Source: an optimization exercise on an open RTL-to-GDS flow (aim: small area, a short achievable clock period and few clock cycles per item). Production flows keep margins and buffers that such runs may drop. Function was checked by simulation only, so behaviour that the tests miss may differ from the original.

==> flow/design.v, too long to show whole: its modules and the start of the top module <==
// module intake_corr: 156 lines
// module mul_gain: 797 lines
// module mul_sr: 1009 lines
// module mul_flat: 840 lines
// module csa_fa: 4 lines
// module csa_ha: 4 lines
// module csa_nha: 4 lines
module intake_corr (
    input  wire        clk,
    input  wire        rst,
    input  wire [15:0] cfg_gain_l,
    input  wire [15:0] cfg_gain_s,
    input  wire [15:0] cfg_ratio,
    input  wire [15:0] cfg_satlo,
    input  wire [3:0]  cfg_bw,
    input  wire [3:0]  cfg_os,
    input  wire [3:0]  cfg_gs,
    input  wire        in_valid,
    output wire        in_ready,
    input  wire [15:0] in_long,
    input  wire [15:0] in_short,
    input  wire [15:0] in_dark,
    input  wire [15:0] in_gain,
    output wire        out_valid,
    input  wire        out_ready,
    output wire [15:0] out_pix
);
  // ...
==> flow/flow/run.sh <==
#!/bin/bash
# The standard layout (standard.sh: the standard flow's synthesis and ORFS flow, unchanged
# settings), with ORFS's timing repair asked to keep 15 ns of setup slack at
# the design's 22 ns clock, so that it speeds up the slowest paths.
set -eo pipefail
bash standard.sh SETUP_SLACK_MARGIN=15 finish > standard.log 2>&1
==> flow/standard.sh <==
#!/bin/bash
# synth_recipe.tcl (not shown) runs the flow's synth.tcl, then flattens the netlist and writes it again
# the make line also repeats each setting of config.mk as NAME=value (left out here)
make -C /OpenROAD-flow-scripts/flow DESIGN_CONFIG=/design/flow/config.mk WORK_HOME=/design/flow/orfs CLKGATE_MAP_FILE= SYNTH_SCRIPT=/design/flow/synth_recipe.tcl "${@:-finish}"
==> flow/config.mk <==
export PLATFORM = sky130hd
export DESIGN_NAME = intake_corr
export DESIGN_NICKNAME = intake_corr
export VERILOG_FILES = /design/flow/design.v
export SDC_FILE = /design/flow/constraint.sdc
export NUM_CORES = 4
export LEC_CHECK = 0
export CAP_MARGIN = 20
export CORE_MARGIN = 2
export CORE_UTILIZATION = 55
export SLEW_MARGIN = 20
export SYNTH_HIERARCHICAL = 1
export SYNTH_MINIMUM_KEEP_SIZE = 0
==> flow/constraint.sdc <==
create_clock -name core_clock -period 22.0 [get_ports {clk}]
set_input_delay 4.4000 -clock core_clock [delete_from_list [all_inputs] [get_ports {clk}]]
set_output_delay 4.4000 -clock core_clock [all_outputs]
set_load 0.01 [all_outputs]
==> impl_metrics.py, run 1 <==
metrics = {
    "worst_setup_path": {
        "worstSetupStartpoint": "u3[4]$_SDFFCE_PP0P_",
        "worstPathArrival_ns": 7.34,
        "timing.critical_path.fanout_max": 8,
        "crit_path_cell_trace": "buf_6 -> and2_4 -> fa_1 -> fa_1 -> fa_2 -> fa_1 -> fa_1 -> fa_1 -> ha_4 -> and4_4 -> o2111ai_2 -> o22a_2 -> a21oi_4 -> a31oi_2 -> fa_1 -> inv_2 -> a21boi_4 -> o32ai_2 -> o2111ai_2 -> nor3_2 -> buf_4 -> buf_8 -> o21ai_0",
        "critical-path-top-delay-family": "adder cells",
    },
    "timing": {
        "period_needed_ns": 6.98,
    },
    "layout": {
        "area_taken_by_flip_flops_and_latches_mm2": 0.0111,
        "largest_registers_in_the_final_layout": "acc: 34 flops, ma: 18 flops",
        "final_cell_mix": "sky130_fd_sc_hd__and2_1, sky130_fd_sc_hd__fa_1, sky130_fd_sc_hd__edfxtp_1",
        "num-multi-input-gates": 3577,
        "clock_area_share_pct": 3.13,
        "largest_cell_class": "multi-input gates",
        "largest_reg_flops": 34,
        "non_clock_inverter_count": 153,
    },
    "cts": {
        "cts_num_sinks": 405,
    },
    "worst_hold_path": {
        "holdPathStages": 0,
        "min-delay-start": "g0[4]$_DFFE_PP_",
        "hold_path_end": "g1[4]$_DFFE_PP_",
    },
    "die": {
        "die-area_mm2": 0.0932,
        "initial_cell_density_of_the_core_pct": 55.5,
        "core-area_mm2": 0.0900,
    },
    "synth": {
        "yosys_warnings": 7,
        "post_synth_inst_count": 4357,
    },
    "status": {
        "status": "finished clean",
    },
    "global_routing": {
        "global_route.usage.met3_pct": 4.67,
    },
}
Testbench counts, summed over its fixed seeds: cycles 65,612, items 64,000.
==> inputs of run 2 (changes only) <==
==> flow/flow/run.sh (replaced) <==
#!/bin/bash
# The standard layout (standard.sh: the standard flow's synthesis and ORFS flow, unchanged
# settings), with ORFS's timing repair asked to keep 15.5 ns of setup slack at
# the design's 22 ns clock, so that it speeds up the slowest paths.
set -eo pipefail
bash standard.sh SETUP_SLACK_MARGIN=15.5 finish > standard.log 2>&1
==> impl_metrics.py, run 2 <==
metrics = {
    "status": {
        "status": "finished clean",
    },
    "worst_setup_path": {
        "startpoint_of_the_lowest_slack_register_to_register_path": "ma[5]$_DFF_P_",
        "reg2regPathDepth": 18,
        "worstPathArrival_ns": 7.17,
        "endpoint_kind": "register",
        "critPathKind": "register to register",
        "worst_setup_path_start_kind": "register",
        "critPathRequiredTime_ns": 22.37,
        "regToRegEndpoint": "acc[10]$_DFFE_PP_",
        "setup.reg_to_reg.worst_slack_ns": 15.21,
        "timing.critical_path.fanout_max": 16,
    },
    "cts": {
        "clk_transition_reported_paths_ns": 0.06,
        "numCtsBuffers": 49,
        "cts_num_sinks": 405,
        "cts.path.max_buffers": 3,
        "clock_tree.root_cell": "sky130_fd_sc_hd__clkbuf_16",
        "cts_tree": "done",
        "clock_tree.htree_level_count": 2,
        "clk_latency_ns": 0.67,
    },
    "layout": {
        "layout.cells.most_common": "sky130_fd_sc_hd__and2_1",
        "finish.net_count": 5891,
        "final_cell_count_no_fill": 5796,
        "largest_registers_in_the_final_layout": "acc: 34 flops, ma: 18 flops",
        "layout-drive-gt1-share_pct": 16.2,
        "final_cell_mix": "sky130_fd_sc_hd__and2_1, sky130_fd_sc_hd__fa_1, sky130_fd_sc_hd__edfxtp_1",
        "largest_reg_flops": 34,
        "register_with_the_most_flip_flops": "acc",
        "syn_to_final_growth_pct": 14.8,
    },
    "timing": {
        "clock.fmax_ghz": 0.147,
        "worst_clock_skew_ns": 0.0304,
        "rsz_0062_raised_after_global_routing": "yes",
        "period_needed_ns": 6.79,
        "final-setup-viol-count": 0,
        "report.final.hold_viol_count": 0,
        "final.setup.tns_ns": 0,
        "maxSlewHeadroom_pct": 25.2,
        "slew_violations": 0,
        "timing_worst_slew_pin_value_ns": 1.12,
        "min_period_over_period_pct": 30.9,
    },
    "die": {
        "die-area_mm2": 0.0932,
        "initial_cell_density_of_the_core_pct": 55.5,
        "fp.dieW_um": 305,
        "pin_count": 162,
        "rows": 110,
        "die_h_um": 305,
        "core-area_mm2": 0.0900,
    },
    "route": {
        "avgViaCountPerCell": 5.90,
        "drtIter0Drc": 2578,
        "met2_wirelength_mm": 66.1,
        "route.met3.wl_mm": 10.1,
        "drcViolationCount": 0,
        "drtPass1Iterations": 6,
        "routed_wl_mm": 142,
        "route.antenna.remaining_nets": 0,
        "mean_routed_wirelength_per_cell_um": 24.5,
        "m1WireLength_mm": 60.5,
        "via_count": 34200,
        "dr.max_layer_used": "met5",
    },
    "synth": {
        "syn-mean-instance-area_um2": 11.5,
        "post_synth_inst_count": 4357,
        "synth_area_mm2": 0.0499,
        "yosys_warnings": 7,
    },
    "worst_hold_path": {
        "min-delay-start": "d1[10]$_DFFE_PP_",
        "hold_path.class": "register to register",
        "holdPathStages": 0,
        "hold_path_end": "d2[10]$_DFFE_PP_",
    },
    "global_routing": {
        "grt_max_degree": 81,
        "grt_first_pass_wirelength_mm": 222,
        "overflow": 0,
        "grt_usage_pct": 31.3,
        "grt_antenna_before_repair": 4,
        "grt_pass1_vias": 37000,
    },
    "place": {
        "dpl.cell_count": 5506,
        "port_buffers": 161,
        "dp_hpwl_mm": 103,
        "globalplace.congestion": 0.998,
    },
    "flow_run": {
        "max_cap_violations": 0,
    },
}
==> run 2: final cells by class <==
type	count	area, um2
antenna	1	2.50
sequential	405	11100
clock inverter	31	238
inverter	153	574
timing repair buffer	392	3790
tap	1176	1470
clock buffer	61	1300
multi-input combinational	3577	38800
fill	7288	32700
==> run 2: worst max-delay path by stage <==
stage,start,endpoint
floorplan,g3[13]$_DFFE_PP_,q0[10]$_DFFE_PP_
finish,ma[5]$_DFF_P_,acc[10]$_DFFE_PP_
global placement,ma[6]$_DFF_P_,acc[31]$_DFFE_PP_
CTS,g3[10]$_DFFE_PP_,q1[11]$_DFFE_PP_
detailed placement,c_gs[14]$_DFF_P_,ma[7]$_DFF_P_
global route,g3[15]$_DFFE_PP_,q1[11]$_DFFE_PP_
==> run 2: worst max-delay path, stage by stage (launching register included) <==
cell,delay [ns]
sky130_fd_sc_hd__dfxtp_1,0.45
sky130_fd_sc_hd__buf_8,0.21
sky130_fd_sc_hd__and2_1,0.16
sky130_fd_sc_hd__fa_1,0.45
sky130_fd_sc_hd__fa_2,0.60
sky130_fd_sc_hd__fa_2,0.46
sky130_fd_sc_hd__fa_2,0.36
sky130_fd_sc_hd__fa_1,0.50
sky130_fd_sc_hd__fa_2,0.61
sky130_fd_sc_hd__fa_1,0.48
sky130_fd_sc_hd__ha_4,0.34
sky130_fd_sc_hd__nand2_4,0.07
sky130_fd_sc_hd__o41ai_4,0.56
sky130_fd_sc_hd__buf_4,0.20
sky130_fd_sc_hd__a21boi_2,0.06
sky130_fd_sc_hd__o21bai_1,0.20
sky130_fd_sc_hd__fa_2,0.52
sky130_fd_sc_hd__mux2i_1,0.15
sky130_fd_sc_hd__o21ai_0,0.10
==> run 2: repair_timing <==
item / CTS / global route
setup endpoints to repair: 130 / 131
pin swaps: 96 / 94
cloned: 5 / 2
resized for setup: 241 / 137
buffers inserted: 153 / 37
hold buffers: 0 / 0
==> run 2: metrics by stage <==
step	hold slack (ns)	instance area [um2]	util [%]	worst slack [ns]
3_5_place_dp	0.405	52600	58.4	14.65
3_3_place_gp	0.401	52600	58.4	14.74
2_1_floorplan	0.400	50100	-	15.40
6_report	0.413	57300	63.7	15.21
4_1_cts	0.414	56400	62.6	15.21
5_1_grt	0.423	57300	63.7	14.98
==> run 2: routing by layer <==
metal,vias to the layer above,global-route usage (%)
met3,285,5.71
met2,1175,49.8
met1,17700,43.8
li1,15000,-
met4,4,10.2
met5,-,0

re-timing with driven ports:
The flow's constraints put no driver on any port. The routed layouts listed below were extracted and timed again, unchanged, in two steps. Step 1, drivers: a clkbuf_16 drives clk and a buf_2 each remaining input, both assumed. Step 2, shift: input delay + t, output delay - t, t = (earliest + latest rising clock arrival at the registers) / 2. This alone moves slack from input paths to output paths. Three values: no drivers, after step 1, after step 2; two values: the first two.
| run | t (ns) | slack for setup (ns) | worst hold slack (ns) |
|---|---|---|---|
| run 1 | 0.702 | 15.021 / 15.021 / 15.021 | 0.411 / 0.411 / 0.411 |
| run 2 | 0.734 | 15.206 / 15.206 / 15.206 | 0.413 / 0.413 / 0.413 |
After both steps setup and hold are still met in every run listed.
